Background: an optimization exercise with open tools, aiming at small area, a short achievable clock period and few clock cycles per item. Do not read the settings as production practice. Only simulation tests tie the RTL to the original design; equivalence was not proved. Power and IR drop assume default switching activity.

==> flow/design.v, too long to show whole: its modules and the start of the top module <==
// module eq32: 4549 lines
// module eq32_fa: 4 lines
// module eq32_ha: 4 lines
// module eq32_ao: 3 lines
// module eq32_and: 3 lines
// module eq32_xor: 3 lines
// module eq32_sgn: 3 lines
module eq32 (
    input  wire               clk,
    input  wire               rst,
    input  wire               in_valid,
    output wire               in_ready,
    input  wire signed [9:0]  in_code,
    output reg                out_valid,
    output reg  signed [15:0] out_y,
    output reg                out_sat,
    input  wire               ctrl_we,
    input  wire               ctrl_bank,
    input  wire               ctrl_bypass,
    input  wire               coef_we,
    input  wire               coef_bank,
    input  wire [4:0]         coef_idx,
    input  wire [19:0]        coef_data
);
  // ...
==> flow/flow/run.sh <==
#!/bin/bash
# The standard layout (the standard.sh: ORFS synthesis to final layout),
# with two changes: the port buffers that ORFS adds in placement are
# sky130_fd_sc_hd__buf_4 instead of the buffer it picks by itself, and the
# antenna repair after detailed routing may take up to 10 rounds instead of 5.
# ORFS keeps each step's full log under orfs/logs/; make's own output goes to
# standard_flow.log here.
set -euo pipefail
bash standard.sh BUFFER_PORTS_ARGS="-buffer_cell sky130_fd_sc_hd__buf_4" MAX_REPAIR_ANTENNAS_ITER_DRT=10 finish > standard_flow.log 2>&1
==> flow/standard.sh <==
#!/bin/bash
# synth_recipe.tcl (not shown) runs the flow's synth.tcl, then flattens the netlist and writes it again
# the make line also repeats each setting of config.mk as NAME=value (left out here)
make -C /OpenROAD-flow-scripts/flow DESIGN_CONFIG=/design/flow/config.mk WORK_HOME=/design/flow/orfs CLKGATE_MAP_FILE= SYNTH_SCRIPT=/design/flow/synth_recipe.tcl "${@:-finish}"
==> flow/config.mk <==
export PLATFORM = sky130hd
export DESIGN_NAME = eq32
export DESIGN_NICKNAME = eq32
export VERILOG_FILES = /design/flow/design.v
export SDC_FILE = /design/flow/constraint.sdc
export NUM_CORES = 4
export LEC_CHECK = 0
export CAP_MARGIN = 20
export CORE_MARGIN = 2
export CORE_UTILIZATION = 50
export CTS_CLUSTER_DIAMETER = 80
export CTS_CLUSTER_SIZE = 25
export PLACE_DENSITY = 0.62
export SLEW_MARGIN = 70
export SYNTH_HIERARCHICAL = 1
export SYNTH_MINIMUM_KEEP_SIZE = 0
==> flow/constraint.sdc <==
create_clock -name core_clock -period 14.0 [get_ports {clk}]
set_input_delay 2.8000 -clock core_clock [delete_from_list [all_inputs] [get_ports {clk}]]
set_output_delay 2.8000 -clock core_clock [all_outputs]
set_load 0.01 [all_outputs]
==> impl_metrics.yaml, run 1 <==
status:
  status: "no timing/DRC/antenna violations"
timing:
  setup-tns-final_ns: 0
  max_slew_margin: 0.6114
  period_minus_slack_ns: 4.525
worst_setup_path:
  startpoint_type: "flip-flop"
  rr_worst_depth: 16
  critical_path_class: "flip-flop to flip-flop"
  cp_cell_sequence: "ha_1, inv_1, fa_1, nand2b_1, a21oi_2, o211ai_2, and2_1, xor2_2, nor4_2, and3b_1, nand2_4, o311ai_4, buf_2, buf_2, buf_2, o2111ai_2"
pwr:
  p_switching_mw: 4.995
  power_leader: "registers"
yosys:
  netlist_area_um2: 215800
  synth_simple_gate_area_frac: 0.03019
  synth_compound_area_frac: 0.1561
clock_tree:
  cts_buffer_depth: 4
  clock-root-buffer: "clkbuf_16"
finish:
  multi_input_area_um2: 147600
  seqCellArea_um2: 70300
  largest_class: "multi-input gates"
  signal_buffers: 746
  biggestRegsByFlops: "r0 (721), ca (640), cb (640)"
routing:
  top_layer: "met5"
  wl_met2_mm: 467.5
  drc: 0
placement:
  place_area_um2: 233100
hold_path:
  hold_depth: 0
Testbench counts, summed over its fixed seeds: cycles 8,240, items 8,192.
==> run 2, diff against run 1 <==
--- a/flow/design.v
+++ b/flow/design.v
@@ -4533,23 +4533,33 @@
     always @(posedge clk) begin
         if (rst) vs <= 3'd0;
         else     vs <= {vs[1:0], hv};
     end
     wire [34:0] s0 = {1'b1,r2[60],r2[58],r2[56],r2[54],r2[52],r2[50],r2[48],r2[46],r2[44],r2[42],r2[40],r2[38],r2[36],r2[34],r2[32],r2[30],r2[28],r2[26],r2[24],r2[22],r2[20],r2[18],r2[16],r2[14],r2[12],r2[10],r2[8],r2[6],r2[5],r2[4],r2[3],r2[2],r2[1],r2[0]};
     wire [34:0] s1 = {1'b0,r2[61],r2[59],r2[57],r2[55],r2[53],r2[51],r2[49],r2[47],r2[45],r2[43],r2[41],r2[39],r2[37],r2[35],r2[33],r2[31],r2[29],r2[27],r2[25],r2[23],r2[21],r2[19],r2[17],r2[15],r2[13],r2[11],r2[9],r2[7],1'b0,1'b0,1'b0,1'b0,1'b0,1'b0};
     wire [34:0] u  = s0 + s1;
     wire [34:0] u1 = s0 + s1 + 35'd1;
-    wire        lo = ~&u[33:27];
-    wire        hi = |u1[33:27];
+    reg         un, lo, hi;
+    reg  [15:0] ya, yb;
+    reg         vsum;
+    always @(posedge clk) begin
+        un <= u[34];
+        lo <= ~&u[33:27];
+        hi <= |u1[33:27];
+        ya <= u[27:12];
+        yb <= u1[27:12];
+        if (rst) vsum <= 1'b0;
+        else     vsum <= vs[2];
+    end
     always @(posedge clk) begin
         if (rst) out_valid <= 1'b0;
-        else     out_valid <= vs[2];
-        out_y   <= u[34] ? (lo ? 16'h8000 : u[27:12]) : (hi ? 16'h7FFF : u1[27:12]);
-        out_sat <= u[34] ? lo : hi;
+        else     out_valid <= vsum;
+        out_y   <= un ? (lo ? 16'h8000 : ya) : (hi ? 16'h7FFF : yb);
+        out_sat <= un ? lo : hi;
     end
 endmodule
 module eq32_fa (input wire a, input wire b, input wire c, output wire s, output wire co);
     assign s  = a ^ b ^ c;
     assign co = (a & b) | (a & c) | (b & c);
 endmodule
 module eq32_ha (input wire a, input wire b, output wire s, output wire co);
     assign s  = a ^ b;
==> impl_metrics.yaml, run 2 <==
finish:
  synthToLayoutAreaGrowth_pct: 11.82
  mostFrequentLayoutCell: "xor2_1"
  top_register: "r0"
  layout_common_cells: "xor2_1 (3,348), a22o_1 (3,130), fa_1 (3,045)"
  largest_reg_flops: 721
  drive_above_1_share: 0.1550
  nNetsFinal: 20117
  biggestRegsByFlops: "r0 (721), ca (640), cb (640)"
timing:
  period_minus_slack_ns: 4.602
  finalHoldViolations: 0
  rsz0062_at_grt: "no"
  max_slew_margin: 0.6292
  fin_crit_sh: 0.3287
  tightest_slew_ns: 0.5555
  setup-tns-final_ns: 0
  clock_skew_ns: 0.1102
  drv_slew: 0
  fmax_ghz: 0.2173
  finalSetupViolCount: 0
clock_tree:
  clock-root-buffer: "clkbuf_16"
  clk_latency_ns: 1.05
  cts_buffer_depth: 4
  h-tree-depth: 4
  cts_hold_buf: 0
  cts_buffers: 183
  clkTransAtPathRegs_ns: 0.10
  cts_sinks: 2870
  tritoncts: "built"
  post_cts_buffers: 0
  ctsResizeCount: 0
pwr:
  pwr_density_cell_nw_per_um2: 70.68
  p_leak_nw: 119.5
  clkPwrFrac: 0.369
  p_switching_mw: 4.872
  peakVddDrop_v: 0.0001318
  combPwrFrac: 0.101
  total_power_mw: 17.09
  intPower_mw: 12.21
  seq_power_share: 0.530
  swShare: 0.2851
yosys:
  ys_seq_area_frac: 0.3250
  synth_nets: 19456
  yosys.cell_count.top_type: "a22o_1"
  synth-edff-count: 1280
  netlist_area_um2: 216200
  yosysTopAreaCell: "fa_1"
  synth_top_area_share: 0.3203
  ys_warn_count: 7
  synthCells: 15878
  synth_flop_cell: "dfxtp_1"
  synthArstFlopShare: 0
  ys_ff_latch: 2870
  yosysUniqueCellTypes: 66
  synthTopCellsByArea: "fa_1 (32%), edfxtp_1 (18%), a22o_1 (15%)"
  avgSynthCellArea_um2: 13.61
  ys_top_cells_by_count: "a22o_1 (3,679), fa_1 (3,459), xor2_1 (3,370)"
routing:
  drc: 0
  via_per_inst: 6.972
  routed_wl_mm: 1161
  dr.pass1.iters: 8
  drt-initial-drc-count: 27267
  ant_nets: 0
  vias: 157543
  wire_per_inst_um: 51.38
floorplan:
  die_h_um: 661.5
  num_io_pins: 62
  dieArea_um2: 437600
  die_w_um: 661.5
  start_util: 0.5020
  fp.coreArea_um2: 430600
  rows: 241
worst_setup_path:
  slowest_stage: "fa_4"
  startpoint: "sa[2]"
  cp.required_ns: 14.84
  cp_cell_sequence: "a22o_1, a22o_1, xor2_1, fa_1, fa_1, fa_4, fa_1"
  critical_path_class: "flip-flop to flip-flop"
  crit_top_cell: "fa_1"
  end_kind: "flip-flop"
  rr_startpoint: "sa[2]"
  crit_arrival_ns: 5.44
  crit_fanout: 20
  cpPeakStageDelay_ns: 0.83
  startpoint_type: "flip-flop"
grt:
  grt_max_degree: 62
  track_usage: 0.5283
  antenna_found_initial: 106
  grt_pass1_wl_mm: 1507
  grt_overflow: 0
  grt_pass1_vias: 151809
placement:
  gp_congestion: 1.138
  numPortBuffers: 61
  hpwl_mm: 949.3
flow_run:
  drv_cap: 0
hold_path:
  worstHoldStart: "r1[97]"
  holdCritPathClass: "flip-flop to flip-flop"
status:
  status: "no timing/DRC/antenna violations"
[run 2: path summary, 6_finish.rpt]
check | endpoint | slack [ns] | cells past startpoint
worst max-delay path | r0[248] | 9.40 | 7
worst min-delay path | r2[60] | 0.33 | 0
worst max register to register | r0[248] | 9.40 | 7
worst min register to register | r2[60] | 0.33 | 0
[run 2: logic make-up after synthesis]
logic type | after synthesis | share of synthesized area
buffers and inverters | 361 | 0.006274
AND/OR/NAND/NOR | 1384 | 0.03034
XOR/XNOR | 3389 | 0.1373
AO/OA/AOI/OAI | 3862 | 0.1542
multiplexers | 477 | 0.02210
adder cells (fa/ha/maj) | 3535 | 0.3247
flip-flops | 2870 | 0.3250
[run 2: critical path, delay by kind of cell, from the launching register on]
kind | cells | cell delay [ns]
adder cells (fa/ha/maj) | 4 | 2.77
AO/OA/AOI/OAI | 2 | 0.72
flip-flops | 1 | 0.58
XOR/XNOR | 1 | 0.31
[run 2: through the flow]
| stage | util | cells | worst slack [ns] | hold WS (ns) | instance area, um2 |
|---|---|---|---|---|---|
| after global placement | 0.5258 | 21810 | 8.835 | 0.3142 | 226400 |
| after global routing | 0.5612 | 22555 | 9.440 | 0.3435 | 241600 |
| after floorplan | - | 15878 | 10.56 | 0.3096 | 216200 |
| after CTS | 0.5580 | 22381 | 9.468 | 0.3359 | 240300 |
| after detailed placement | 0.5430 | 22048 | 9.486 | 0.3121 | 233800 |
| final | 0.5614 | 22596 | 9.398 | 0.3341 | 241700 |
[run 2: power by group through the flow]
stage	clock network (mW)	logic (mW)	registers (mW)
finish	6.30	1.72	9.06
global route	6.57	1.76	9.07
CTS	6.29	1.62	9.05
detailed placement	0	1.61	9.24
global placement	0	1.39	9.33
floorplan	0	0.683	9.23
[run 2: Yosys stat by module (local to each module, per instance)]
| module | flops+latches | cells inside | cell area, um2 |
|---|---|---|---|
| eq32 | 2870 | 5678 | 89020 |
| eq32_and | 0 | 1 | 6.256 |
| eq32_ao | 0 | 1 | 8.758 |
| eq32_fa | 0 | 1 | 20.02 |
| eq32_ha | 0 | 1 | 12.51 |
| eq32_sgn | 0 | 2 | 12.51 |
| eq32_xor | 0 | 1 | 8.758 |
[run 2: layout make-up]
| type | instances | area, um2 |
|---|---|---|
| flip-flops and latches | 2870 | 71120 |
| clock inverters | 97 | 1605 |
| repair buffers | 747 | 8793 |
| well taps | 5710 | 7144 |
| multi-input cells | 12647 | 147400 |
| diodes | 199 | 498.0 |
| fillers | 35417 | 188900 |
| inverters | 90 | 337.8 |
| clock buffers | 236 | 4861 |
[run 2: layer usage]
layer / track usage / vias to the layer above / wire (um)
li1: - / 58762 / -
met1: 0.6683 / 83233 / 412500
met2: 0.7201 / 12840 / 467700
met3: 0.1964 / 2636 / 157000
met4: 0.4323 / 72 / 123300
met5: 0 / - / 454
Testbench counts of run 2, summed over its fixed seeds: cycles 8,248, items 8,192.

## static timing again, ports no longer ideal
No port has a modelled driver above. Below, the same layouts with a new extraction and two added sets of constraints.
Step 1 (the two cells are an assumption about what drives the block):
set clk [get_ports {clk}]
set_driving_cell -lib_cell sky130_fd_sc_hd__clkbuf_16 $clk
set_driving_cell -lib_cell sky130_fd_sc_hd__buf_2 [delete_from_list [all_inputs] $clk]
Step 2 also shifts input and output timing later by t, the mid clock arrival at the registers, as if the neighbouring blocks saw the same clock.
a / b / c = ideal ports / drivers / drivers and shift; a / b = the first two.
| run | t (ns) | setup slack, ns | worst setup path at the end | clock arrival spread, ns |
|---|---|---|---|---|
| run 1 | 1.166 | 9.475 / 9.475 / 9.475 | register to register | 0.096 / 0.096 |
| run 2 | 1.131 | 9.398 / 9.398 / 9.398 | register to register | 0.110 / 0.111 |
After both steps setup and hold are still met in every run listed.
